This design comes from an exercise in tuning for small area and a short achievable clock period on the open sky130 flow, not from production work. The RTL of this run was laid out without a check of its function. No activity file was given, so power comes from the tool's default toggle rates.

==> flow/design.v <==
module mem_ecc_codec (
    input  wire        clk,
    input  wire        rst_n,
    input  wire        in_valid,
    input  wire [1:0]  in_op,
    input  wire [63:0] in_data,
    input  wire [7:0]  in_check,
    output reg         out_valid,
    output reg  [63:0] out_data,
    output reg  [7:0]  out_check,
    output reg  [1:0]  out_status,
    output reg  [7:0]  out_syndrome,
    output reg  [6:0]  out_pos
);
    localparam [511:0] HCOL = {
        8'h57,8'h4F,8'h3E,8'h3D,8'h3B,8'h37,8'h2F,8'h1F,8'hE0,8'hD0,8'hC8,8'hC4,8'hC2,8'hC1,8'hB0,8'hA8,
        8'hA4,8'hA2,8'hA1,8'h98,8'h94,8'h92,8'h91,8'h8C,8'h8A,8'h89,8'h86,8'h85,8'h83,8'h70,8'h68,8'h64,
        8'h62,8'h61,8'h58,8'h54,8'h52,8'h51,8'h4C,8'h4A,8'h49,8'h46,8'h45,8'h43,8'h38,8'h34,8'h32,8'h31,
        8'h2C,8'h2A,8'h29,8'h26,8'h25,8'h23,8'h1C,8'h1A,8'h19,8'h16,8'h15,8'h13,8'h0E,8'h0D,8'h0B,8'h07};
    function [3:0] mul_a;
        input [3:0] x;
        input [3:0] n;
        reg   [3:0] p;
        integer     i;
        begin
            p = x;
            for (i = 0; i < 15; i = i + 1)
                if (i < n) p = {p[2:0], 1'b0} ^ (p[3] ? 4'h3 : 4'h0);
            mul_a = p;
        end
    endfunction
    wire dec = in_op[0];
    wire [7:0] hd;
    wire [3:0] sd0, sd1;
    wire xg0 = in_data[22] ^ in_data[28];
    wire xg1 = in_data[7] ^ in_data[19];
    wire xg2 = in_data[25] ^ xg0;
    wire xg3 = in_data[10] ^ in_data[14];
    wire xg4 = in_data[3] ^ in_data[15];
    wire xg5 = in_data[56] ^ in_data[60];
    wire xg6 = in_data[4] ^ in_data[20];
    wire xg7 = in_data[13] ^ in_data[16];
    wire xg8 = in_data[5] ^ in_data[21];
    wire xg9 = in_data[59] ^ in_data[61];
    wire xg10 = in_data[6] ^ in_data[18];
    wire xg11 = in_data[62] ^ in_data[63];
    wire xg12 = in_data[23] ^ in_data[26];
    wire xg13 = in_data[8] ^ in_data[24];
    wire xg14 = in_data[27] ^ in_data[31];
    wire xg15 = in_data[57] ^ in_data[58];
    wire xg16 = in_data[11] ^ in_data[17];
    wire xg17 = in_data[0] ^ in_data[12];
    wire xg18 = in_data[9] ^ in_data[29];
    wire xg19 = in_data[2] ^ xg8;
    wire xg20 = in_data[30] ^ xg7;
    wire xg21 = in_data[1] ^ xg6;
    wire xg22 = in_data[29] ^ xg12;
    wire xg23 = xg11 ^ xg15;
    wire xg24 = in_data[47] ^ in_data[52];
    wire xg25 = in_data[35] ^ in_data[46];
    wire xg26 = in_data[40] ^ in_data[44];
    wire xg27 = in_data[41] ^ in_data[43];
    wire xg28 = in_data[33] ^ in_data[34];
    wire xg29 = in_data[50] ^ in_data[55];
    wire xg30 = in_data[42] ^ in_data[49];
    wire xg31 = in_data[36] ^ in_data[38];
    wire xg32 = in_data[51] ^ in_data[53];
    wire xg33 = in_data[39] ^ in_data[48];
    wire xg34 = in_data[21] ^ in_data[30];
    wire xg35 = in_data[15] ^ in_data[18];
    wire xg36 = in_data[16] ^ in_data[28];
    wire xg37 = in_data[1] ^ in_data[13];
    wire xg38 = in_data[0] ^ in_data[10];
    wire xg39 = in_data[12] ^ in_data[19];
    wire xg40 = xg26 ^ xg33;
    wire xg41 = in_data[14] ^ xg13;
    wire xg42 = in_data[37] ^ xg25;
    wire xg43 = xg16 ^ xg35;
    wire xg44 = xg1 ^ xg9;
    wire xg45 = in_data[11] ^ xg5;
    wire xg46 = in_data[25] ^ xg18;
    wire xg47 = xg29 ^ xg32;
    wire xg48 = in_data[26] ^ xg10;
    wire xg49 = in_data[24] ^ xg34;
    wire xg50 = in_data[32] ^ xg28;
    wire xg51 = in_data[23] ^ xg4;
    wire xg52 = xg3 ^ xg14;
    wire xg53 = in_data[54] ^ xg30;
    wire xg54 = in_data[9] ^ xg10;
    wire xg55 = xg13 ^ xg17;
    wire xg56 = in_data[45] ^ xg31;
    wire xg57 = xg2 ^ xg22;
    wire xg58 = xg20 ^ xg21;
    wire xg59 = xg2 ^ xg4;
    wire xg60 = xg23 ^ xg45;
    wire xg61 = xg27 ^ xg53;
    wire xg62 = xg5 ^ xg44;
    wire xg63 = xg37 ^ xg46;
    wire xg64 = in_data[31] ^ xg43;
    wire xg65 = xg54 ^ xg59;
    wire xg66 = xg19 ^ xg60;
    wire xg67 = in_data[7] ^ in_data[35];
    wire xg68 = in_data[41] ^ in_data[50];
    wire xg69 = in_data[59] ^ xg12;
    wire xg70 = xg38 ^ xg67;
    wire xg71 = xg68 ^ xg56;
    wire xg72 = xg69 ^ xg70;
    wire xg73 = xg58 ^ xg71;
    wire xg74 = xg72 ^ xg66;
    wire xg75 = xg73 ^ xg74;
    wire xg76 = in_data[3] ^ in_data[6];
    wire xg77 = in_data[17] ^ in_data[22];
    wire xg78 = in_data[39] ^ in_data[42];
    wire xg79 = in_data[51] ^ in_data[56];
    wire xg80 = xg9 ^ xg76;
    wire xg81 = xg77 ^ xg78;
    wire xg82 = xg79 ^ xg21;
    wire xg83 = xg23 ^ xg42;
    wire xg84 = xg52 ^ xg55;
    wire xg85 = xg80 ^ xg81;
    wire xg86 = xg82 ^ xg83;
    wire xg87 = xg84 ^ xg85;
    wire xg88 = xg86 ^ xg87;
    wire xg89 = in_data[32] ^ in_data[36];
    wire xg90 = in_data[37] ^ in_data[40];
    wire xg91 = in_data[43] ^ in_data[61];
    wire xg92 = xg17 ^ xg24;
    wire xg93 = xg89 ^ xg90;
    wire xg94 = xg91 ^ xg92;
    wire xg95 = xg93 ^ xg94;
    wire xg96 = xg65 ^ xg66;
    wire xg97 = xg95 ^ xg96;
    wire xg98 = in_data[2] ^ in_data[33];
    wire xg99 = in_data[38] ^ in_data[53];
    wire xg100 = in_data[57] ^ in_data[62];
    wire xg101 = xg98 ^ xg99;
    wire xg102 = xg100 ^ xg40;
    wire xg103 = xg41 ^ xg51;
    wire xg104 = xg101 ^ xg62;
    wire xg105 = xg63 ^ xg102;
    wire xg106 = xg103 ^ xg104;
    wire xg107 = xg105 ^ xg106;
    wire xg108 = in_data[4] ^ in_data[5];
    wire xg109 = in_data[8] ^ in_data[17];
    wire xg110 = in_data[27] ^ in_data[34];
    wire xg111 = in_data[44] ^ in_data[58];
    wire xg112 = in_data[63] ^ xg18;
    wire xg113 = xg36 ^ xg108;
    wire xg114 = xg109 ^ xg110;
    wire xg115 = xg111 ^ xg48;
    wire xg116 = xg112 ^ xg113;
    wire xg117 = xg114 ^ xg61;
    wire xg118 = xg62 ^ xg115;
    wire xg119 = xg116 ^ xg117;
    wire xg120 = xg118 ^ xg119;
    wire xg121 = in_data[45] ^ in_data[46];
    wire xg122 = in_data[47] ^ in_data[48];
    wire xg123 = in_data[49] ^ in_data[55];
    wire xg124 = in_data[60] ^ xg3;
    wire xg125 = xg9 ^ xg15;
    wire xg126 = xg39 ^ xg121;
    wire xg127 = xg122 ^ xg123;
    wire xg128 = xg20 ^ xg50;
    wire xg129 = xg124 ^ xg125;
    wire xg130 = xg126 ^ xg127;
    wire xg131 = xg64 ^ xg128;
    wire xg132 = xg129 ^ xg130;
    wire xg133 = xg131 ^ xg132;
    wire xg134 = in_data[20] ^ in_data[52];
    wire xg135 = in_data[54] ^ xg11;
    wire xg136 = xg14 ^ xg134;
    wire xg137 = xg47 ^ xg49;
    wire xg138 = xg50 ^ xg135;
    wire xg139 = xg136 ^ xg57;
    wire xg140 = xg137 ^ xg138;
    wire xg141 = xg139 ^ xg140;
    wire xg142 = xg24 ^ xg40;
    wire xg143 = xg42 ^ xg47;
    wire xg144 = xg56 ^ xg61;
    wire xg145 = xg142 ^ xg143;
    wire xg146 = xg144 ^ xg145;
    wire xg147 = xg6 ^ xg36;
    wire xg148 = xg55 ^ xg147;
    wire xg149 = in_data[17] ^ xg8;
    wire xg150 = xg149 ^ xg63;
    wire xg151 = in_data[2] ^ in_data[22];
    wire xg152 = in_data[30] ^ xg3;
    wire xg153 = xg151 ^ xg48;
    wire xg154 = xg152 ^ xg153;
    wire xg155 = in_data[11] ^ xg1;
    wire xg156 = xg14 ^ xg51;
    wire xg157 = xg155 ^ xg156;
    wire xg158 = in_data[31] ^ xg1;
    wire xg159 = xg7 ^ xg38;
    wire xg160 = xg158 ^ xg159;
    wire xg161 = xg57 ^ xg160;
    wire xg162 = xg1 ^ xg16;
    wire xg163 = xg2 ^ xg52;
    wire xg164 = xg162 ^ xg58;
    wire xg165 = xg163 ^ xg164;
    wire xg166 = in_data[20] ^ xg19;
    wire xg167 = xg22 ^ xg41;
    wire xg168 = xg64 ^ xg166;
    wire xg169 = xg167 ^ xg168;
    wire xg170 = in_data[27] ^ xg39;
    wire xg171 = xg49 ^ xg170;
    wire xg172 = xg171 ^ xg65;
    assign hd[0] = xg75;
    assign hd[1] = xg88;
    assign hd[2] = xg97;
    assign hd[3] = xg107;
    assign hd[4] = xg120;
    assign hd[5] = xg133;
    assign hd[6] = xg141;
    assign hd[7] = xg146;
    assign sd0[0] = xg148;
    assign sd0[1] = xg150;
    assign sd0[2] = xg154;
    assign sd0[3] = xg157;
    assign sd1[0] = xg161;
    assign sd1[1] = xg165;
    assign sd1[2] = xg169;
    assign sd1[3] = xg172;
    wire [7:0] hs = hd ^ in_check;
    wire [3:0] s0 = sd0 ^ in_check[3:0] ^ in_check[7:4];
    wire [3:0] s1 = sd1 ^ mul_a(in_check[3:0], 4'd8) ^ mul_a(in_check[7:4], 4'd9);
    wire [3:0] x9 = mul_a(sd1, 4'd3) ^ mul_a(sd0, 4'd11);
    wire [3:0] x8 = sd0 ^ x9;
    reg        v_q, op1_q, dec_q, hdec_q, rdec_q;
    reg [63:0] d_q;
    reg [7:0]  c_q;
    reg [7:0]  t_q;
    always @(posedge clk) begin
        if (!rst_n) v_q <= 1'b0;
        else        v_q <= in_valid;
        op1_q  <= in_op[1];
        dec_q  <= in_op[0];
        hdec_q <= in_op[1] & in_op[0];
        rdec_q <= ~in_op[1] & in_op[0];
        d_q    <= in_data;
        c_q    <= (in_op[1] | dec) ? in_check : {x9, x8};
        t_q    <= in_op[1] ? hs : {s1, s0};
    end
    reg [15:0] lo, hi;
    integer    v;
    always @* begin
        for (v = 0; v < 16; v = v + 1) begin
            lo[v] = (t_q[3:0] == v[3:0]);
            hi[v] = (t_q[7:4] == v[3:0]);
        end
    end
    wire [63:0] hm;
    genvar g;
    generate for (g = 0; g < 64; g = g + 1) begin : g_hm
        assign hm[g] = lo[HCOL[8*g +: 4]] & hi[HCOL[8*g+4 +: 4]] & hdec_q;
    end endgenerate
    wire [7:0] hcf = {hi[8] & lo[0], hi[4] & lo[0], hi[2] & lo[0], hi[1] & lo[0],
                      lo[8] & hi[0], lo[4] & hi[0], lo[2] & hi[0], lo[1] & hi[0]} & {8{hdec_q}};
    wire [2:0] a0 = {lo[4] | lo[5] | lo[6] | lo[9] | lo[14], lo[2] | lo[3] | lo[7] | lo[11] | lo[13],
                     lo[1] | lo[8] | lo[10] | lo[12] | lo[15]};
    wire [2:0] a1 = {hi[4] | hi[5] | hi[6] | hi[9] | hi[14], hi[2] | hi[3] | hi[7] | hi[11] | hi[13],
                     hi[1] | hi[8] | hi[10] | hi[12] | hi[15]};
    wire [4:0] b0 = {lo[3] | lo[9] | lo[10], lo[5] | lo[8] | lo[13], lo[4] | lo[11] | lo[15],
                     lo[2] | lo[12] | lo[14], lo[1] | lo[6] | lo[7]};
    wire [4:0] b1 = {hi[3] | hi[9] | hi[10], hi[5] | hi[8] | hi[13], hi[4] | hi[11] | hi[15],
                     hi[2] | hi[12] | hi[14], hi[1] | hi[6] | hi[7]};
    reg  [2:0] jm3;
    reg  [4:0] jm5;
    reg  [9:0] re;
    integer    r, q, j;
    always @* begin
        for (r = 0; r < 3; r = r + 1) begin
            jm3[r] = 1'b0;
            for (q = 0; q < 3; q = q + 1) jm3[r] = jm3[r] | (a0[q] & a1[(q + r) % 3]);
        end
        for (r = 0; r < 5; r = r + 1) begin
            jm5[r] = 1'b0;
            for (q = 0; q < 5; q = q + 1) jm5[r] = jm5[r] | (b0[q] & b1[(q + r) % 5]);
        end
        for (j = 0; j < 10; j = j + 1) re[j] = rdec_q & jm3[j % 3] & jm5[j % 5];
    end
    wire [3:0] s0q = t_q[3:0];
    reg [31:0] rfl;
    integer    k, i;
    always @* begin
        for (k = 0; k < 8; k = k + 1) rfl[4*k +: 4] = s0q & {4{re[k]}};
    end
    wire [7:0] rcf = {s0q & {4{re[9]}}, s0q & {4{re[8]}}};
    reg [6:0] ps;
    always @* begin
        ps = 7'd0;
        for (k = 0; k < 64; k = k + 1) if (hm[k]) ps = ps | k[6:0];
        for (i = 0; i < 8; i = i + 1) if (hcf[i]) ps = ps | (7'd64 + i[6:0]);
        for (j = 0; j < 10; j = j + 1) if (re[j]) ps = ps | j[6:0];
    end
    wire anyhit = |hm | |hcf | |re;
    wire senc   = op1_q & ~dec_q;
    always @(posedge clk) begin
        if (!rst_n) out_valid <= 1'b0;
        else        out_valid <= v_q;
        out_data[31:0]  <= d_q[31:0] ^ (hm[31:0] | rfl);
        out_data[63:32] <= (d_q[63:32] ^ hm[63:32]) & {32{op1_q}};
        out_check       <= c_q ^ (senc ? t_q : (hcf | rcf));
        out_status      <= {dec_q & (t_q != 8'h00) & ~anyhit, anyhit};
        out_syndrome    <= t_q & {8{dec_q}};
        out_pos         <= ps;
    end
endmodule
==> flow/flow/run.sh <==
#!/bin/bash
# Own flow: the standard synthesis, then the combinational logic replaced
# by the gate-level netlist of flow/netgen.py (same registers: names and cell
# type), checked equivalent to the standard synthesis by yosys; then the
# standard layout, with plain buffers on the ports instead of the delay cells
# buffer_ports picks by default. If the generated netlist fails a check, the
# standard synthesis's netlist is laid out instead.
set -euo pipefail
HERE=$(pwd)
R=$HERE/orfs/results/$FLOW_PLATFORM/mem_ecc_codec/base
LIB=$FLOW_HOME/platforms/$FLOW_PLATFORM/lib/sky130_fd_sc_hd__tt_025C_1v80.lib
bash standard.sh synth > make_synth.log 2>&1
cp $R/1_2_yosys.v $HERE/synth_standard.v
USE=synth_standard.v
# generator options (structure and drive strengths), if any
set -a; [ -f flow/netgen.env ] && . flow/netgen.env; set +a
if LIB=$LIB python3 flow/netgen.py $HERE/net_gen.v > netgen.log 2>&1; then
  yosys -p "read_liberty -lib $LIB; read_verilog net_gen.v; hierarchy -top $FLOW_TOP; opt_clean -purge; write_verilog -noattr -noexpr net_norm.v" > yosys_norm.log 2>&1
  yosys -p "read_liberty -ignore_miss_func $LIB; read_verilog synth_standard.v; rename $FLOW_TOP gold; read_verilog net_norm.v; rename $FLOW_TOP gate; flatten gold gate; opt_clean; equiv_make gold gate equiv; hierarchy -top equiv; equiv_simple; equiv_status -assert" > yosys_equiv.log 2>&1 \
    && python3 - <<'PY' > regcheck.log 2>&1 && USE=net_norm.v
import re, sys
def regs(p):
    return sorted(re.findall(r'(sky130_fd_sc_hd__df\w+)\s+(\\\S+)', open(p).read()))
a, b = regs('synth_standard.v'), regs('net_norm.v')
print(len(a), len(b))
sys.exit(0 if a == b and a else 1)
PY
fi
echo "laying out $USE" > netlist_choice.log
cp $HERE/$USE $R/1_2_yosys.v
rm -f $R/1_synth.odb $R/1_synth.sdc
bash standard.sh BUFFER_PORTS_ARGS="-buffer_cell sky130_fd_sc_hd__buf_1" finish > make_finish.log 2>&1
==> flow/flow/joint.py <==
from paar import *
import sys
SC=2
def mk_rows(SC):
    R=[]
    for i in range(8):
        R.append(set([k for k in range(64) if HC[k]>>i&1]+[64+i]))
    for b in range(4):
        R.append(set([4*j+b for j in range(8)]+[64+b,68+b]))
    for b in range(4):
        s=set()
        for j in range(8):
            for bb in range(4):
                if mula(1<<bb,(j-SC)%15)>>b&1: s^={4*j+bb}
        for bb in range(4):
            if mula(1<<bb,(8-SC)%15)>>b&1: s^={64+bb}
            if mula(1<<bb,(9-SC)%15)>>b&1: s^={68+bb}
        R.append(s)
    # x9 = a^3 B + a^11 A ; x8 = A + x9 (data only)
    A=[set(4*j+b for j in range(8)) for b in range(4)]
    B=[]
    for b in range(4):
        s=set()
        for j in range(8):
            for bb in range(4):
                if mula(1<<bb,j)>>b&1: s^={4*j+bb}
        B.append(s)
    def mul(vec,n):
        res=[set() for _ in range(4)]
        for bb in range(4):
            y=mula(1<<bb,n)
            for b in range(4):
                if y>>b&1: res[b]^=vec[bb]
        return res
    x9=[a^b for a,b in zip(mul(B,3),mul(A,11))]
    x8=[a^b for a,b in zip(A,x9)]
    return R+x9+x8
if __name__=='__main__':
    for SC in [0,1,2,3]:
        R=mk_rows(SC)
        res=[]
        for seed in range(30):
            g,o,d=paar(R,72,20,seed)
            dep=[d[x] for x in o]
            res.append((len(g), max(dep[:8]), max(dep[8:12]), max(dep[12:16]), max(dep[16:24]), seed))
        res.sort()
        ok=[r for r in res if r[2]<=5 and r[3]<=5 and r[1]<=5]
        print(SC, res[0], ok[:2])
==> flow/flow/netgen.py <==
#!/usr/bin/env python3
"""Generate the gate-level netlist of mem_ecc_codec (sky130hd cells) that the
version's own flow lays out in place of the standard synthesis's netlist.

The netlist implements the same register set (names and cell type) and the
same equations as rtl/mem_ecc_codec.v.  Regular parts (XOR trees, nibble
predecode, match lines, corrections, muxes) are built here gate by gate;
irregular small functions are mapped with yosys/abc (area script).

usage: netgen.py OUT.v      (verifies by simulation against a Python model)
"""
import os, re, sys, random, subprocess, tempfile, itertools
sys.path.insert(0, os.path.dirname(os.path.abspath(__file__)))
from paar import rows, paar, mula, HC

LIB = os.environ.get('LIB', '/OpenROAD-flow-scripts/flow/platforms/sky130hd/lib/sky130_fd_sc_hd__tt_025C_1v80.lib')
P = 'sky130_fd_sc_hd__'

# ---------------------------------------------------------------- liberty
def read_lib(path):
    funcs = {}
    cur = None; pin = None; direction = None
    for line in open(path):
        m = re.match(r'\s*cell \("?(\w+)"?\)', line)
        if m:
            cur = m.group(1); funcs[cur] = {}; continue
        m = re.match(r'\s*pin \("?(\w+)"?\)', line)
        if m:
            pin = m.group(1); continue
        m = re.match(r'\s*function : "([^"]*)"', line)
        if m and cur and pin:
            funcs[cur][pin] = m.group(1)
    return funcs
LIBF = read_lib(LIB)

def pyfunc(expr):
    e = expr.replace('!', '~')
    e = re.sub(r'~\s*(\w+)', r'(M^\1)', e)
    e = re.sub(r'~\s*\(', r'M^(', e)
    names = sorted(set(re.findall(r'[A-Za-z_]\w*', e)) - {'M'})
    code = 'lambda M,' + ','.join(names) + ': ' + e
    return names, eval(code)

# ---------------------------------------------------------------- netlist
class Net:
    def __init__(self):
        self.cells = []          # (type, instname, {pin: net})
        self.k = 0
        self.outs = {}           # output pin name per type
    def new(self):
        self.k += 1
        return f'_n{self.k}_'
    def g(self, typ, **pins):
        t = P + typ
        fo = LIBF[t]
        outp = [p for p in fo if p not in ('VPWR', 'VGND', 'VPB', 'VNB') and p not in pins]
        outp = [p for p in outp if p in ('X', 'Y', 'Q', 'SUM', 'COUT', 'Q_N')]
        assert len(outp) == 1, (typ, outp)
        o = self.new()
        self.k += 1
        self.cells.append((t, f'_c{self.k}_', dict(pins, **{outp[0]: o})))
        return o
    def inst(self, t, name, pins):
        self.cells.append((t, name, pins))

N = Net()
def XOR(a, b): return N.g('xor2_1', A=a, B=b)
def XNOR(a, b): return N.g('xnor2_1', A=a, B=b)
def INV(a): return N.g('inv_1', A=a)
def NAND2(a, b): return N.g('nand2_1', A=a, B=b)
def NOR2(a, b): return N.g('nor2_1', A=a, B=b)
def NOR3(a, b, c): return N.g('nor3_1', A=a, B=b, C=c)
def AND2(a, b): return N.g('and2_1', A=a, B=b)
def MUX2(a0, a1, s): return N.g('mux2_1', A0=a0, A1=a1, S=s)
def MUX2I(a0, a1, s): return N.g('mux2i_1', A0=a0, A1=a1, S=s)
def A21OI(a1, a2, b1): return N.g('a21oi_1', A1=a1, A2=a2, B1=b1)
def NOR2B(a, bn): return N.g('nor2b_1', A=a, B_N=bn)

# ---------------------------------------------------------------- abc blocks
ABC_SCRIPT = ('strash; dch -f; balance; rewrite; refactor; balance; rewrite; rewrite -z; balance; '
              'refactor -z; rewrite -z; balance; dch -f; balance; rewrite; refactor; balance; rewrite; '
              'rewrite -z; balance; refactor -z; rewrite -z; balance; dch -f; amap; mfs2; strash; dch -f; map -a; topo')
DONT_USE = ['probe_p_8', 'probec_p_8', 'lpflow_*', 'mux4_*', 'fa_*', 'ha_*', 'maj3_*', 'xor3_*', 'xnor3_*',
            'dlygate*', 'dlymetal*', 'clkdly*', 'buf_*', 'clkbuf_*', 'bufbuf*', 'bufinv*', 'clkinvlp*',
            'einv*', 'ebuf*', 'dl*', 'df*', 'sdf*', 'sed*', 'edf*', 'conb*', 'tap*', 'decap*', 'fill*', 'diode*',
            'macro*', 'o2111*', 'a2111*']

ABC_FAST = os.environ.get('ABC_FAST', 'strash; dch -f; map; topo')
def abc_block(name, src, ins, outs, script=None):
    if script is None:
        script = ABC_FAST if name in os.environ.get('FAST_BLOCKS', 'lines,rsloc,hhit,hpos').split(',') else ABC_SCRIPT
    """Map module `name` (Verilog src; scalar ports) with abc; ins/outs map port -> net."""
    d = tempfile.mkdtemp()
    vin = os.path.join(d, 'in.v'); vout = os.path.join(d, 'out.v'); sc = os.path.join(d, 'abc.script')
    open(vin, 'w').write(src); open(sc, 'w').write(script)
    du = ' '.join(f'-dont_use {P}{c}' for c in DONT_USE)
    cmd = (f'read_verilog {vin}; synth -flatten -top {name}; abc -liberty {LIB} {du} -script {sc}; '
           f'opt_clean -purge; write_verilog -noattr {vout}')
    r = subprocess.run(['yosys', '-q', '-p', cmd], capture_output=True, text=True)
    if r.returncode:
        print(r.stdout, r.stderr); raise SystemExit('yosys failed for ' + name)
    txt = open(vout).read()
    local = {}
    def net(x):
        x = x.strip()
        if x in ins: return ins[x]
        if x in outs: return outs[x]
        if x in ("1'h0", "1'b0"): raise SystemExit('constant in ' + name)
        if x not in local: local[x] = N.new()
        return local[x]
    for a, b in re.findall(r'assign\s+(\S+)\s*=\s*(\S+)\s*;', txt):
        # a = b : an output driven straight by an input or another net
        raise SystemExit(f'assign in block {name}: {a} = {b}')
    for typ, inst, body in re.findall(r'(sky130_fd_sc_hd__\w+)\s+(\S+)\s*\((.*?)\);', txt, re.S):
        pins = {p: net(n) for p, n in re.findall(r'\.(\w+)\(([^)]*)\)', body)}
        N.k += 1
        N.cells.append((typ, f'_c{N.k}_', pins))

# ---------------------------------------------------------------- ports
D = [f'in_data[{k}]' for k in range(64)]
C = [f'in_check[{i}]' for i in range(8)]
OP = ['in_op[0]', 'in_op[1]']

def emit_tree(R, innets, tries=None, inv=None):
    """XOR network for rows R (sets of input indices); inv[i]: output i inverted."""
    tries = tries or int(os.environ.get('TRIES', '60'))
    best = None
    for s in range(tries):
        g, o, d = paar(R, len(innets), 20, s)
        key = (max(d[x] for x in o), len(g))
        if best is None or key < best[0]:
            best = (key, g, o)
    _, g, o = best
    inv = inv or [False] * len(o)
    nin = len(innets)
    uses = {}
    for a, b in g:
        uses[a] = uses.get(a, 0) + 1; uses[b] = uses.get(b, 0) + 1
    for x in o: uses[x] = uses.get(x, 0) + 1
    flip = set(x for x, iv in zip(o, inv) if iv and x >= nin and uses[x] == 1)
    nets = list(innets)
    for i, (a, b) in enumerate(g):
        nets.append(XNOR(nets[a], nets[b]) if nin + i in flip else XOR(nets[a], nets[b]))
    res = []
    for x, iv in zip(o, inv):
        res.append(nets[x] if (not iv or x in flip) else INV(nets[x]))
    return res

SC = int(os.environ.get('SC', '0'))   # the RS tree computes S1' = alpha^-SC * S1 (fewer terms)

def build():
    if os.environ.get('JOINT', '1') == '1':
        # one shared XOR network for all 24 linear outputs, check bits as leaves
        from joint import mk_rows
        R24 = mk_rows(SC)
        outs = emit_tree(R24, D + C, inv=[True] * 16 + [False] * 8)
        hs_n, s0_n, s1p_n = outs[0:8], outs[8:12], outs[12:16]
        x9, x8 = outs[16:20], outs[20:24]
    else:
        raise SystemExit('JOINT=0 no longer supported')
    s1_n = []                                              # ~S1 = ~(alpha^SC * S1')
    for b in range(4):
        terms = [bb for bb in range(4) if mula(1 << bb, SC) >> b & 1]
        assert 1 <= len(terms) <= 2
        s1_n.append(s1p_n[terms[0]] if len(terms) == 1 else XNOR(s1p_n[terms[0]], s1p_n[terms[1]]))
    # flags and muxes
    op0, op1 = OP
    sel_c = N.g('or2_1', A=op0, B=op1)
    cD = [MUX2(x8[i] if i < 4 else x9[i - 4], C[i], sel_c) for i in range(8)]
    tD = [MUX2I(s0_n[i] if i < 4 else s1_n[i - 4], hs_n[i], op1) for i in range(8)]
    slotD = D[32:48]
    upD = D[48:64]
    dD = D[0:32] + slotD + upD
    # registers
    Q = {}
    def reg(name, idx, d):
        nm = f'{name}[{idx}]' if idx is not None else name
        qn = '\\' + nm + ' '
        kind = '$_SDFF_PN0_' if name in ('out_valid', 'v_q') else '$_DFF_P_'
        isport = name.startswith('out_')
        q = nm if isport else qn
        N.inst(P + 'dfxtp_1', '\\' + nm + kind + ' ', {'CLK': 'clk', 'D': d, 'Q': q})
        return q
    dq = [reg('d_q', k, dD[k]) for k in range(64)]
    cq = [reg('c_q', i, cD[i]) for i in range(8)]
    tq = [reg('t_q', i, tD[i]) for i in range(8)]
    op1q = reg('op1_q', None, op1)
    decq = reg('dec_q', None, op0)
    hdecq = reg('hdec_q', None, AND2(op0, op1))
    rdecq = reg('rdec_q', None, NOR2B(op1, op0))
    vq = reg('v_q', None, AND2('rst_n', 'in_valid'))

    # ---------------- output side
    tn = [INV(tq[i]) for i in range(8)]
    lit = lambda b, v: tq[b] if v else tn[b]          # literal true when t[b] == v
    nlit = lambda b, v: tn[b] if v else tq[b]         # its complement
    pl = [NOR2(nlit(0, w & 1), nlit(1, w >> 1 & 1)) for w in range(4)]   # t[1:0] == w
    ph = [NOR2(nlit(2, w & 1), nlit(3, w >> 1 & 1)) for w in range(4)]   # t[3:2] == w
    lo_n = [NAND2(pl[v & 3], ph[v >> 2]) for v in range(16)]
    hdec_n = INV(hdecq)
    p54 = [NOR2(nlit(4, w & 1), nlit(5, w >> 1 & 1)) for w in range(4)]
    p76 = [NOR2(nlit(6, w & 1), nlit(7, w >> 1 & 1)) for w in range(4)]
    hi_n = [NAND2(p54[u & 3], p76[u >> 2]) for u in range(16)]
    hm = [NOR3(lo_n[HC[k] & 15], hi_n[HC[k] >> 4], hdec_n) for k in range(64)]
    hcf = [NOR3(lo_n[1 << i], hi_n[0], hdec_n) for i in range(4)] + [NOR3(lo_n[0], hi_n[1 << i], hdec_n) for i in range(4)]
    # RS residue lines from the predecoded nibbles: OR of the one-hot lines
    LG = {}
    x = 1
    for i in range(15): LG[x] = i; x = mula(x, 1)
    def or_of_neg(ns):
        if len(ns) <= 4: return N.g(f'nand{len(ns)}_1', **dict(zip('ABCD', ns)))
        assert len(ns) == 5
        return N.g('or2b_1', A=N.g('nand4_1', A=ns[0], B=ns[1], C=ns[2], D=ns[3]), B_N=ns[4])
    def res_lines(nl, mod):
        return [or_of_neg([nl[v] for v in range(1, 16) if LG[v] % mod == r]) for r in range(mod)]
    a0, a1 = res_lines(lo_n, 3), res_lines(hi_n, 3)
    b0, b1 = res_lines(lo_n, 5), res_lines(hi_n, 5)
    # RS locator: jm3 / jm5 = one-hot of j mod 3 / j mod 5 (from the residue
    # lines in d_q[47:32]); e[j] = rdec & jm3[j % 3] & jm5[j % 5]
    jm3_n = [N.g('a222oi_1', A1=a0[0], A2=a1[r % 3], B1=a0[1], B2=a1[(1 + r) % 3], C1=a0[2], C2=a1[(2 + r) % 3])
             for r in range(3)]
    jm5_n = []
    for r in range(5):
        x = N.g('a222oi_1', A1=b0[0], A2=b1[r % 5], B1=b0[1], B2=b1[(1 + r) % 5], C1=b0[2], C2=b1[(2 + r) % 5])
        y = N.g('a22oi_1', A1=b0[3], A2=b1[(3 + r) % 5], B1=b0[4], B2=b1[(4 + r) % 5])
        jm5_n.append(AND2(x, y))
    rdec_n = INV(rdecq)
    e = [NOR3(jm3_n[j % 3], jm5_n[j % 5], rdec_n) for j in range(10)]
    s0g = tq[0:4]
    # OR trees: positive inputs -> (positive, negative) output
    def split(xs, k):
        g = -(-len(xs) // k)
        q, r = divmod(len(xs), g)
        out, i = [], 0
        for j in range(g):
            m = q + (1 if j < r else 0)
            out.append(xs[i:i + m]); i += m
        return out
    def or_tree(xs, pos=True):
        xs = list(xs)
        neg = False            # polarity of the current list (True: each is the NOR of its group)
        while len(xs) > 1 or neg != (not pos):
            if len(xs) == 1:
                xs = [INV(xs[0])]; neg = not neg; continue
            if not neg:
                groups = split(xs, 3 if len(xs) > 4 else len(xs))
                xs = [g[0] if len(g) == 1 else N.g(f'nor{len(g)}_1', **dict(zip('ABCD', g))) for g in groups]
                # a group of one was not inverted: invert it to keep polarity uniform
                xs = [INV(x) if len(g) == 1 else x for x, g in zip(xs, groups)]
                neg = True
            else:
                groups = split(xs, 4)
                xs = [INV(g[0]) if len(g) == 1 else N.g(f'nand{len(g)}_1', **dict(zip('ABCD', g))) for g in groups]
                neg = False
        return xs[0]
    # status: st0 = any correction, st1 = decode & syndrome != 0 & no correction
    allhit = hm + hcf + e
    nz = NAND2(N.g('nor4_1', A=tq[0], B=tq[1], C=tq[2], D=tq[3]), N.g('nor4_1', A=tq[4], B=tq[5], C=tq[6], D=tq[7]))
    # NOR/NAND levels down to two negative partials, then st0 = NAND, st1 = AND4
    xs = [N.g(f'nor{len(g)}_1', **dict(zip('ABCD', g))) for g in split(allhit, 4)]      # negative
    xs = [N.g(f'nand{len(g)}_1', **dict(zip('ABCD', g))) for g in split(xs, 4)]          # positive
    xs = [N.g(f'nor{len(g)}_1', **dict(zip('ABCD', g))) for g in split(xs, 3)]          # negative
    assert len(xs) == 2, len(xs)
    st0 = NAND2(xs[0], xs[1])
    st1 = N.g('and4_1', A=xs[0], B=xs[1], C=nz, D=decq)
    # position: OR of the match lines of the positions with the bit set
    pos = []
    for b in range(7):
        t = [hm[k] for k in range(64) if k >> b & 1]
        t += [hcf[i] for i in range(8) if (64 + i) >> b & 1]
        t += [e[j] for j in range(10) if j >> b & 1]
        pos.append(or_tree(t, pos=True))
    # data outputs
    op1n = INV(op1q)
    out = {}
    for k in range(64):
        if k < 32:
            f_n = A21OI(s0g[k % 4], e[k // 4], hm[k])
            out[f'out_data[{k}]'] = XNOR(dq[k], f_n)
        else:
            out[f'out_data[{k}]'] = NOR2(XNOR(dq[k], hm[k]), op1n)
    senc = NOR2B(decq, op1q)
    for i in range(8):
        f_n = A21OI(s0g[i % 4], e[8 + i // 4], hcf[i])
        m = MUX2I(f_n, tn[i], senc)        # senc ? t : f
        out[f'out_check[{i}]'] = XOR(cq[i], m)
    out['out_status[0]'] = st0
    out['out_status[1]'] = st1
    dec_n = INV(decq)
    for i in range(8):
        out[f'out_syndrome[{i}]'] = NOR2(tn[i], dec_n)
    for b in range(7):
        out[f'out_pos[{b}]'] = pos[b]
    # output registers
    for o, n in out.items():
        m = re.match(r'(\w+)\[(\d+)\]', o)
        reg(m.group(1), int(m.group(2)), n)
    reg('out_valid', None, AND2('rst_n', vq))
    return out

# ---------------------------------------------------------------- simulation
def simulate(out, inputs, M):
    """Bit-parallel simulation. inputs: net -> int. Returns net values."""
    val = dict(inputs)
    cells = list(N.cells)
    funcs = {}
    pending = cells
    # registers are cut: their Q must be in inputs
    for it in range(1000):
        nxt = []
        for typ, inst, pins in pending:
            if typ.endswith('dfxtp_1'):
                continue
            fo = LIBF[typ]
            outp = [p for p in pins if p in fo]
            ins_ = [p for p in pins if p not in fo]
            if not all(pins[p] in val for p in ins_):
                nxt.append((typ, inst, pins)); continue
            for op_ in outp:
                key = (typ, op_)
                if key not in funcs: funcs[key] = pyfunc(fo[op_])
                names, f = funcs[key]
                val[pins[op_]] = f(M, *[val[pins[n]] for n in names]) & M
        if not nxt: break
        if len(nxt) == len(pending): raise SystemExit('combinational loop or undriven net: %s' % (nxt[0],))
        pending = nxt
    return val

def model(op, Dv, Cv, regs=None):
    pass

def verify(out, nvec=4000):
    rnd = random.Random(1)
    M = (1 << nvec) - 1
    # --- input side: random op/data/check; compare register D pins with a reference
    def rb(): return rnd.getrandbits(nvec)
    inputs = {n: rb() for n in D + C + OP + ['in_valid', 'rst_n']}
    for typ, inst, pins in N.cells:
        if typ.endswith('dfxtp_1'): inputs[pins['Q']] = 0
    val = simulate(out, inputs, M)
    regD = {inst: pins['D'] for typ, inst, pins in N.cells if typ.endswith('dfxtp_1')}
    def bit(x, i): return (x >> i) & 1
    errs = 0
    LG = {}
    e = 1
    for i in range(15): LG[e] = i; e = mula(e, 1)
    for v in range(nvec):
        d = sum(bit(inputs[D[k]], v) << k for k in range(64))
        c = sum(bit(inputs[C[i]], v) << i for i in range(8))
        op = bit(inputs[OP[0]], v) | bit(inputs[OP[1]], v) << 1
        hd = 0
        for k in range(64):
            if d >> k & 1: hd ^= HC[k]
        A = B = 0
        for j in range(8):
            x = d >> 4 * j & 15; A ^= x; B ^= mula(x, j)
        hs = hd ^ c
        s0 = A ^ (c & 15) ^ (c >> 4)
        s1 = B ^ mula(c & 15, 8) ^ mula(c >> 4, 9)
        x9 = mula(B, 3) ^ mula(A, 11); x8 = A ^ x9
        def lg3(x): return 0 if x == 0 else 1 << (LG[x] % 3)
        def lg5(x): return 0 if x == 0 else 1 << (LG[x] % 5)
        lines = lg3(s0) | lg3(s1) << 3 | lg5(s0) << 6 | lg5(s1) << 11
        op1 = op >> 1; op0 = op & 1
        exp = {}
        dq = d
        for k in range(64): exp[f'\\d_q[{k}]$_DFF_P_ '] = dq >> k & 1
        cqv = c if (op1 or op0) else (x9 << 4 | x8)
        for i in range(8): exp[f'\\c_q[{i}]$_DFF_P_ '] = cqv >> i & 1
        tqv = hs if op1 else (s1 << 4 | s0)
        for i in range(8): exp[f'\\t_q[{i}]$_DFF_P_ '] = tqv >> i & 1
        exp['\\op1_q$_DFF_P_ '] = op1; exp['\\dec_q$_DFF_P_ '] = op0
        exp['\\hdec_q$_DFF_P_ '] = op1 & op0; exp['\\rdec_q$_DFF_P_ '] = (1 - op1) & op0
        exp['\\v_q$_SDFF_PN0_ '] = bit(inputs['rst_n'], v) & bit(inputs['in_valid'], v)
        for inst, n in regD.items():
            if inst not in exp: continue
            if bit(val[n], v) != exp[inst]:
                errs += 1
                if errs < 5: print('input side mismatch', inst, v)
    print('input side errors', errs)
    # --- output side: random register values (consistent flags), compare outputs
    qnets = {inst: pins['Q'] for typ, inst, pins in N.cells if typ.endswith('dfxtp_1')}
    inputs = {}
    opv = [rnd.randrange(4) for _ in range(nvec)]
    tv = [rnd.randrange(256) if rnd.random() < 0.5 else (HC[rnd.randrange(64)] ^ (0 if rnd.random() < 0.7 else 1 << rnd.randrange(8))) for _ in range(nvec)]
    # for RS ops make t/lines consistent with a syndrome
    dv = [rnd.getrandbits(64) for _ in range(nvec)]
    cv = [rnd.getrandbits(8) for _ in range(nvec)]
    for v in range(nvec):
        if not (opv[v] >> 1):
            s0 = tv[v] & 15; s1 = tv[v] >> 4
            def lg3(x): return 0 if x == 0 else 1 << (LG[x] % 3)
            def lg5(x): return 0 if x == 0 else 1 << (LG[x] % 5)
            lines = lg3(s0) | lg3(s1) << 3 | lg5(s0) << 6 | lg5(s1) << 11
            pass
    def pack(f):
        x = 0
        for v in range(nvec):
            if f(v): x |= 1 << v
        return x
    for inst, qn in qnets.items():
        m = re.match(r'\\(\w+)(?:\[(\d+)\])?\$', inst)
        nm, idx = m.group(1), m.group(2)
        idx = int(idx) if idx else None
        if nm == 'd_q': inputs[qn] = pack(lambda v: dv[v] >> idx & 1)
        elif nm == 'c_q': inputs[qn] = pack(lambda v: cv[v] >> idx & 1)
        elif nm == 't_q': inputs[qn] = pack(lambda v: tv[v] >> idx & 1)
        elif nm == 'op1_q': inputs[qn] = pack(lambda v: opv[v] >> 1)
        elif nm == 'dec_q': inputs[qn] = pack(lambda v: opv[v] & 1)
        elif nm == 'hdec_q': inputs[qn] = pack(lambda v: opv[v] == 3)
        elif nm == 'rdec_q': inputs[qn] = pack(lambda v: opv[v] == 1)
        elif nm == 'v_q': inputs[qn] = pack(lambda v: 1)
        elif nm.startswith('out_'): inputs[qn] = 0
    for n in D + C + OP + ['in_valid', 'rst_n']: inputs[n] = 0
    val = simulate(out, inputs, M)
    for o_, n_ in out.items(): val[o_] = val[n_]
    errs = 0
    for v in range(nvec):
        op = opv[v]; t = tv[v]; d = dv[v]; c = cv[v]
        exp_data = d; exp_chk = c; st = 0; pos = 0; syn = 0
        if op == 0:
            exp_data = d & 0xFFFFFFFF; exp_chk = c
        elif op == 1:
            exp_data = d & 0xFFFFFFFF; syn = t
            s0 = t & 15; s1 = t >> 4
            if t == 0: st = 0
            elif s0 and s1:
                j = (LG[s1] - LG[s0]) % 15
                if j <= 9:
                    st = 1; pos = j
                    if j < 8: exp_data ^= s0 << 4 * j
                    else: exp_chk ^= s0 << 4 * (j - 8)
                else: st = 2
            else: st = 2
        elif op == 2:
            exp_chk = c ^ t
        else:
            syn = t
            if t == 0: st = 0
            else:
                st = 2
                for k in range(64):
                    if HC[k] == t: exp_data ^= 1 << k; st = 1; pos = k
                for i in range(8):
                    if t == 1 << i: exp_chk ^= t; st = 1; pos = 64 + i
        got_d = sum(bit(val[f'out_data[{k}]'], v) << k for k in range(64))
        got_c = sum(bit(val[f'out_check[{i}]'], v) << i for i in range(8))
        got_s = sum(bit(val[f'out_status[{i}]'], v) << i for i in range(2))
        got_y = sum(bit(val[f'out_syndrome[{i}]'], v) << i for i in range(8))
        got_p = sum(bit(val[f'out_pos[{i}]'], v) << i for i in range(7))
        if (got_d, got_c, got_s, got_y, got_p) != (exp_data, exp_chk, st, syn, pos):
            errs += 1
            if errs < 5: print('output mismatch op', op, hex(t), (hex(got_d), got_c, got_s, got_y, got_p), (hex(exp_data), exp_chk, st, syn, pos))
    print('output side errors', errs)
    return errs

def write(out, path):
    L = ['// Generated by netgen13.py: gate-level netlist of mem_ecc_codec (sky130hd).',
         'module mem_ecc_codec(clk, rst_n, in_valid, in_op, in_data, in_check, out_valid, out_data, out_check, out_status, out_syndrome, out_pos);',
         '  input clk; input rst_n; input in_valid; input [1:0] in_op; input [63:0] in_data; input [7:0] in_check;',
         '  output out_valid; output [63:0] out_data; output [7:0] out_check; output [1:0] out_status; output [7:0] out_syndrome; output [6:0] out_pos;']
    nets = set()
    for typ, inst, pins in N.cells:
        for p, n in pins.items():
            if not re.match(r'(in_|out_|clk|rst_n)', n): nets.add(n)
    # map output port nets: outputs are named nets; add assigns
    for n in sorted(nets): L.append(f'  wire {n};')
    for typ, inst, pins in N.cells:
        L.append(f'  {typ} {inst} (' + ', '.join(f'.{p}({n})' for p, n in pins.items()) + ');')

    L.append('endmodule')
    open(path, 'w').write('\n'.join(L) + '\n')

def upsize(out, fo_min):
    # drive strength 2 for cells whose output net has fo_min or more loads
    loads = {}
    for typ, inst, pins in N.cells:
        fo = LIBF[typ]
        for p, n in pins.items():
            if p not in fo: loads[n] = loads.get(n, 0) + 1
    for n in out.values(): loads[n] = loads.get(n, 0) + 1
    k = 0
    for i, (typ, inst, pins) in enumerate(N.cells):
        if typ.endswith('_1') and not typ.endswith('dfxtp_1'):
            fo = LIBF[typ]
            o = [n for p, n in pins.items() if p in fo][0]
            t2 = typ[:-2] + '_2'
            if loads.get(o, 0) >= fo_min and t2 in LIBF:
                N.cells[i] = (t2, inst, pins); k += 1
    print('upsized', k)

if __name__ == '__main__':
    out = build()
    if int(os.environ.get('FO_MIN', '0')) > 0:
        upsize(out, int(os.environ['FO_MIN']))
    area = 0.0
    cnt = {}
    for typ, inst, pins in N.cells:
        cnt[typ] = cnt.get(typ, 0) + 1
    import collections
    A = {}
    cur = None
    for line in open(LIB):
        m = re.match(r'\s*cell \("?(\w+)"?\)', line)
        if m: cur = m.group(1)
        m = re.match(r'\s*area\s*:\s*([0-9.]+)', line)
        if m and cur: A[cur] = float(m.group(1)); cur = None
    tot = sum(A[t] * n for t, n in cnt.items())
    print('cells', sum(cnt.values()), 'area', round(tot, 1))
    for t, n in sorted(cnt.items(), key=lambda x: -A[x[0]] * x[1])[:15]:
        print(f'  {t[len(P):]:12s} {n:4d} {A[t]*n:8.1f}')
    # unit-delay levels: inputs -> register D, register Q -> outputs
    drv = {}
    for typ, inst, pins in N.cells:
        if typ.endswith('dfxtp_1'): continue
        fo = LIBF[typ]
        for pn, n in pins.items():
            if pn in fo: drv[n] = (typ, pins)
    memo = {}
    def lev(n):
        if n in memo: return memo[n]
        if n not in drv: memo[n] = 0; return 0
        typ, pins = drv[n]
        fo = LIBF[typ]
        memo[n] = 1 + max(lev(x) for pn, x in pins.items() if pn not in fo)
        return memo[n]
    regd = [(inst, pins['D']) for typ, inst, pins in N.cells if typ.endswith('dfxtp_1')]
    worst = sorted(((lev(d), inst) for inst, d in regd), reverse=True)[:6]
    print('input side levels', worst)
    print('output side levels', sorted(((lev(n), o) for o, n in out.items()), reverse=True)[:8])
    errs = verify(out)
    write(out, sys.argv[1])
    sys.exit(1 if errs else 0)
==> flow/flow/paar.py <==
import random, itertools, sys, heapq
HC=[v for v in range(256) if bin(v).count('1')==3][:56]+[v for v in range(256) if bin(v).count('1')==5][:8]
def mula(x,n):
    for _ in range(n):
        x=((x<<1)&15)^(3 if x&8 else 0)
    return x
def rows():
    # inputs: d0..d63 (idx 0..63), cm0..cm7 (64..71)
    R=[]
    for i in range(8):
        R.append(set([k for k in range(64) if HC[k]>>i&1]+[64+i]))
    # s0 bit b
    for b in range(4):
        R.append(set([4*j+b for j in range(8)]+[64+b,68+b]))
    for b in range(4):
        s=set()
        for j in range(8):
            for bb in range(4):
                if mula(1<<bb,j)>>b&1: s.add(4*j+bb)
        for bb in range(4):
            if mula(1<<bb,8)>>b&1: s.add(64+bb)
            if mula(1<<bb,9)>>b&1: s.add(68+bb)
        R.append(s)
    return R
def paar(R, nin, maxd, seed):
    rnd=random.Random(seed)
    R=[set(r) for r in R]
    depth=[0]*nin
    gates=[]
    while True:
        cnt={}
        for r in R:
            l=sorted(r)
            for a,b in itertools.combinations(l,2):
                if max(depth[a],depth[b])+1<=maxd:
                    cnt[(a,b)]=cnt.get((a,b),0)+1
        if not cnt: break
        m=max(cnt.values())
        if m<2: break
        cands=[p for p,c in cnt.items() if c==m]
        # prefer shallow
        md=min(max(depth[a],depth[b]) for a,b in cands)
        cands=[p for p in cands if max(depth[p[0]],depth[p[1]])==md]
        a,b=rnd.choice(cands)
        n=len(depth); depth.append(max(depth[a],depth[b])+1); gates.append((a,b))
        for r in R:
            if a in r and b in r:
                r.discard(a); r.discard(b); r.add(n)
    # final trees
    outs=[]
    for r in R:
        h=[(depth[x],x) for x in r]; heapq.heapify(h)
        while len(h)>1:
            d1,a=heapq.heappop(h); d2,b=heapq.heappop(h)
            n=len(depth); depth.append(max(d1,d2)+1); gates.append((a,b)); heapq.heappush(h,(depth[n],n))
        outs.append(h[0][1])
    return gates, outs, depth
if __name__=='__main__':
    R=rows()
    for maxd in [4,5,6,7,20]:
        best=None
        for s in range(int(sys.argv[1]) if len(sys.argv)>1 else 20):
            g,o,d=paar(R,72,maxd,s)
            key=(len(g),max(d[x] for x in o))
            if best is None or key<best: best=key
        print(maxd,best)
    R8=rows()[:8]
    print('hsiao only', min(len(paar(R8,72,20,s)[0]) for s in range(10)))
    R8=rows()[8:]
    print('rs only', min(len(paar(R8,72,20,s)[0]) for s in range(10)))
==> flow/standard.sh <==
#!/bin/bash
# synth_recipe.tcl (not shown) runs the flow's synth.tcl, then flattens the netlist and writes it again
# the make line also repeats each setting of config.mk as NAME=value (left out here)
make -C /OpenROAD-flow-scripts/flow DESIGN_CONFIG=/design/flow/config.mk WORK_HOME=/design/flow/orfs CLKGATE_MAP_FILE= SYNTH_SCRIPT=/design/flow/synth_recipe.tcl "${@:-finish}"
==> flow/config.mk <==
export PLATFORM = sky130hd
export DESIGN_NAME = mem_ecc_codec
export DESIGN_NICKNAME = mem_ecc_codec
export VERILOG_FILES = /design/flow/design.v
export SDC_FILE = /design/flow/constraint.sdc
export NUM_CORES = 4
export LEC_CHECK = 0
export CAP_MARGIN = 20
export CORE_MARGIN = 2
export CORE_UTILIZATION = 40
export SETUP_SLACK_MARGIN = 4.4
export SLEW_MARGIN = 20
==> flow/constraint.sdc <==
create_clock -name core_clock -period 8.0 [get_ports {clk}]
set_input_delay 1.6000 -clock core_clock [delete_from_list [all_inputs] [get_ports {clk}]]
set_output_delay 1.6000 -clock core_clock [all_outputs]
set_load 0.01 [all_outputs]
==> results.cfg <==
[run_status]
status = no timing/DRC/antenna violations

[logic_synthesis]
synthXorXnorAreaFrac = 0.2920
synth_fp_nets = 1041
ys.warnings.count = 1
synthDominantCellAreaShare = 0.3837
synth_cell_types = 70
seq_area_frac_synth = 0.3837
async_reset_ff_frac = 0
synthMuxAreaShare = 0.004659
yosysTopAreaCell = dfxtp_1
synth_area_sq_mm = 0.009130
synth_compound_area_frac = 0.1254
syn_inst = 964
synth-seq-cells = 175
synth_area_per_cell_sq_um = 9.471
synth_simple_gate_area_share = 0.1613
synth_top_family_by_area = XOR/XNOR gates
netlist_top_cells_area = dfxtp_1 38%, xnor2_1 20%, xor2_1 5.4%
synth-main-ff-cell = dfxtp_1
synth_edf_count = 0
synth_adder_area_share = 0

[sta]
setup_viol = 0
hold_viol = 0
finClkSkew_ps = 17.41
relSlewSlack = 0.2828
finalCritPeriodShare = 0.4383
finalSetupTns_ps = 0
tightest_slew_ps = 1066
final_max_slew_viol_count = 0
fmax_mhz = 285.2
rsz0062_at_grt = no
layout_min_cycle_time_ps = 3506

[critical_path]
path_buf_inv = 1
path_cells = buf_1 -> xnor3_1 -> xnor3_1 -> xnor2_4 -> xor2_1 -> xnor2_1 -> xor2_1 -> xnor2_1 -> o21ai_1
critPathSlowestCell = xnor3_1
slowest_delay_ps = 500
worst_ep_arrival_time_ps = 3830
critical_path_required_ps = 8320
crit_fanout = 4
critPathCaptureType = flip-flop
critical_path_class = input port to flip-flop
cp_top_family = XOR/XNOR gates
cp-start-kind = input port

[worst_hold_path]
hold_path_class = flip-flop to flip-flop

[final_layout]
areaGrowthSynthToFinish_pct = 16.28
drive_gt1_frac = 0.06756
final_net_count = 1189
fin_area_sq_mm = 0.01062

[drt]
routed_via_density = 5.551
via_count = 7833
wire_per_inst_um = 24.06
drtIter0Drc = 738
wl_um = 33950
route.detailed.drc = 0
drtPass1Iterations = 5
drtAntennaViolNets = 0

[clock_network]
cts_buffers = 17
clk_pin_slew_ps = 70
cts_htree_levels = 4
cts_tree = built
clockBufferDepth = 2
cts_sinks = 175
clk_latency_ps = 450
clockRootBuffer = clkbuf_16

[floorplanning]
dieArea_sq_mm = 0.02405
pin_count = 167
die_h_um = 155.1
rows = 55
coreArea_sq_mm = 0.02250
die_x_um = 155.1
start_util = 0.4057

[power_and_ir_drop]
p_comb_frac = 0.480
p_clk_frac = 0.231
swShare = 0.4357
p_leak_nw = 3.891
seq_power_share = 0.290
p_int_w = 0.002153
p_sw_w = 0.001663
irDropWorstVdd_mv = 0.1824
p_per_area_mw_per_mm2 = 359.4

[global_routing]
grt_overflow_total = 0
grt_pass1_vias = 7579
antenna_found_initial = 1
grt_pass1_wl_um = 49210
use_met3 = 0.05655
top_usage_layer = met2
grt_max_degree = 42
grtUsageMet2 = 0.4599
grt.total_usage = 0.2817
met1_usage = 0.3677

[flow_run]
drv_cap = 0

[place]
placed_area_sq_mm = 0.009942
dp.final_hpwl_um = 26010
portBuffers = 166
gp_congestion = 0.9761
cells in the mapped netlist (all sizes together), types with 13 or more instances:
| cell type | instances |
|---|---|
| and2 | 49 |
| o21ai | 43 |
| nand3 | 17 |
| xor2 | 56 |
| clkbuf | 23 |
| nand2 | 77 |
| o22ai | 13 |
| nor2 | 50 |
| dfxtp | 175 |
| a21oi | 29 |
| a22oi | 36 |
| buf | 27 |
| xnor2 | 207 |
metal layers:
layer / share of wire / vias to the layer above
met5: 0 / -
met4: 0.035 / 0
met3: 0.070 / 72
met2: 0.46 / 411
met1: 0.43 / 3768
li1: - / 3582
what timing repair did:
action	4_1_cts	5_1_grt
setup buffers	0	1
resized for setup	1	5
setup endpoints to repair	2	8
pin swaps	0	2
cloned	0	0
hold buffers	0	0
path summary, 6_finish.rpt:
check                                start  slack, ps       endpoint  cells past startpoint
worst max register to register      t_q[1]       4520  out_status[1]                      8
worst max-delay path            in_data[8]       4490         c_q[7]                      9
worst min-delay path                c_q[6]        430   out_check[6]                      1
worst min register to register      c_q[6]        430   out_check[6]                      1
flip-flops by register name, summed over array words and instances (netlist names), 2 cells and up:
name / count
t_q: 8
d_q: 64
out_syndrome: 8
out_status: 2
c_q: 8
out_data: 64
out_check: 8
out_pos: 7
area by class of cell:
cell class | count | area (sq um)
diodes | 1 | 2.502
clock buffers | 18 | 439.2
clock inverters | 14 | 185.2
fillers | 2186 | 11890
inverters | 7 | 26.28
multi-input cells | 732 | 5375
flip-flops and latches | 175 | 3507
well taps | 285 | 356.6
repair buffers | 179 | 724.4
per-stage QoR:
stage               hold WS, ps  power (W)  worst slack [ps]  utilization  std cells
floorplan                 409.5   0.002416              4390            -        964
global placement          418.3   0.002914              3910       0.4418       1377
detailed placement        420.9   0.002893              3940       0.4418       1377
CTS                       432.2   0.003769              4413       0.4697       1409
global route              447.6   0.003987              4403       0.4717       1410
finish                    430.7   0.003816              4494       0.4718       1411
power groups by stage:
stage / logic, W / clock network (W) / registers (W)
5_1_grt: 0.00195 / 0.000921 / 0.00112
3_5_place_dp: 0.00177 / 0 / 0.00112
4_1_cts: 0.00178 / 0.000889 / 0.00110
2_1_floorplan: 0.00129 / 0 / 0.00112
6_report: 0.00183 / 0.000880 / 0.00111
3_3_place_gp: 0.00179 / 0 / 0.00112
layout by cell type (no fill, tap or decap), types with 4 or more instances in the layout:
| master | netlist | routed |
|---|---|---|
| xnor2_1 | 206 | 202 |
| dfxtp_1 | 175 | 174 |
| buf_1 | 3 | 166 |
| nand2_1 | 76 | 76 |
| xor2_1 | 56 | 55 |
| nor2_1 | 50 | 50 |
| and2_1 | 48 | 48 |
| o21ai_0 | 42 | 42 |
| a22oi_1 | 36 | 36 |
| a21oi_1 | 29 | 29 |
| nand3_1 | 17 | 17 |
| clkbuf_16 | 0 | 17 |
| o22ai_1 | 12 | 12 |
| buf_4 | 6 | 12 |
| nor2b_1 | 11 | 11 |
| xnor3_1 | 10 | 10 |
| nand2b_1 | 9 | 9 |
| nor4_1 | 8 | 8 |
| or3b_2 | 8 | 8 |
| a31oi_1 | 7 | 7 |
| or3_1 | 7 | 7 |
| or2_2 | 6 | 6 |
| nand4_1 | 6 | 6 |
| inv_1 | 6 | 6 |
| and3_1 | 5 | 5 |
| o211ai_1 | 5 | 5 |
| a211oi_1 | 5 | 5 |
| a21boi_0 | 4 | 4 |
| a2111oi_0 | 4 | 4 |
| xor3_1 | 4 | 4 |
| nand3b_1 | 4 | 4 |
| o32ai_1 | 4 | 4 |
| clkinv_8 | 0 | 4 |
logic make-up after synthesis:
family,Yosys count
buf+inv,57
flops,175
simple gates,278
mux,4
compound gates,172
xor+xnor,278

separate check: timing with driven ports:
How much do the figures lean on ideal ports? The routed layout below was timed once more, with nothing changed but the port constraints. Step 1 (the two cells are an assumption about what drives the block):
set clk [get_ports {clk}]
set_driving_cell -lib_cell sky130_fd_sc_hd__clkbuf_16 $clk
set_driving_cell -lib_cell sky130_fd_sc_hd__buf_2 [delete_from_list [all_inputs] $clk]
Step 2 also shifts input and output timing later by t, the mid clock arrival at the registers, as if the neighbouring blocks saw the same clock. Slacks: no drivers / after step 1 / after step 2; pairs: no drivers / after step 1.
t (ns): 0.494
setup WS [ns]: 4.494 / 4.519 / 4.025
hold WS [ns]: 0.431 / 0.431 / 0.431
worst register clock-pin slew, ns: 0.08 / 0.08
worst slew at a driven data input, ns: 0.05
After both steps setup and hold are still met in this run. The setup slack of this run moves by +0.025 ns with the drivers and by -0.469 ns with both steps.
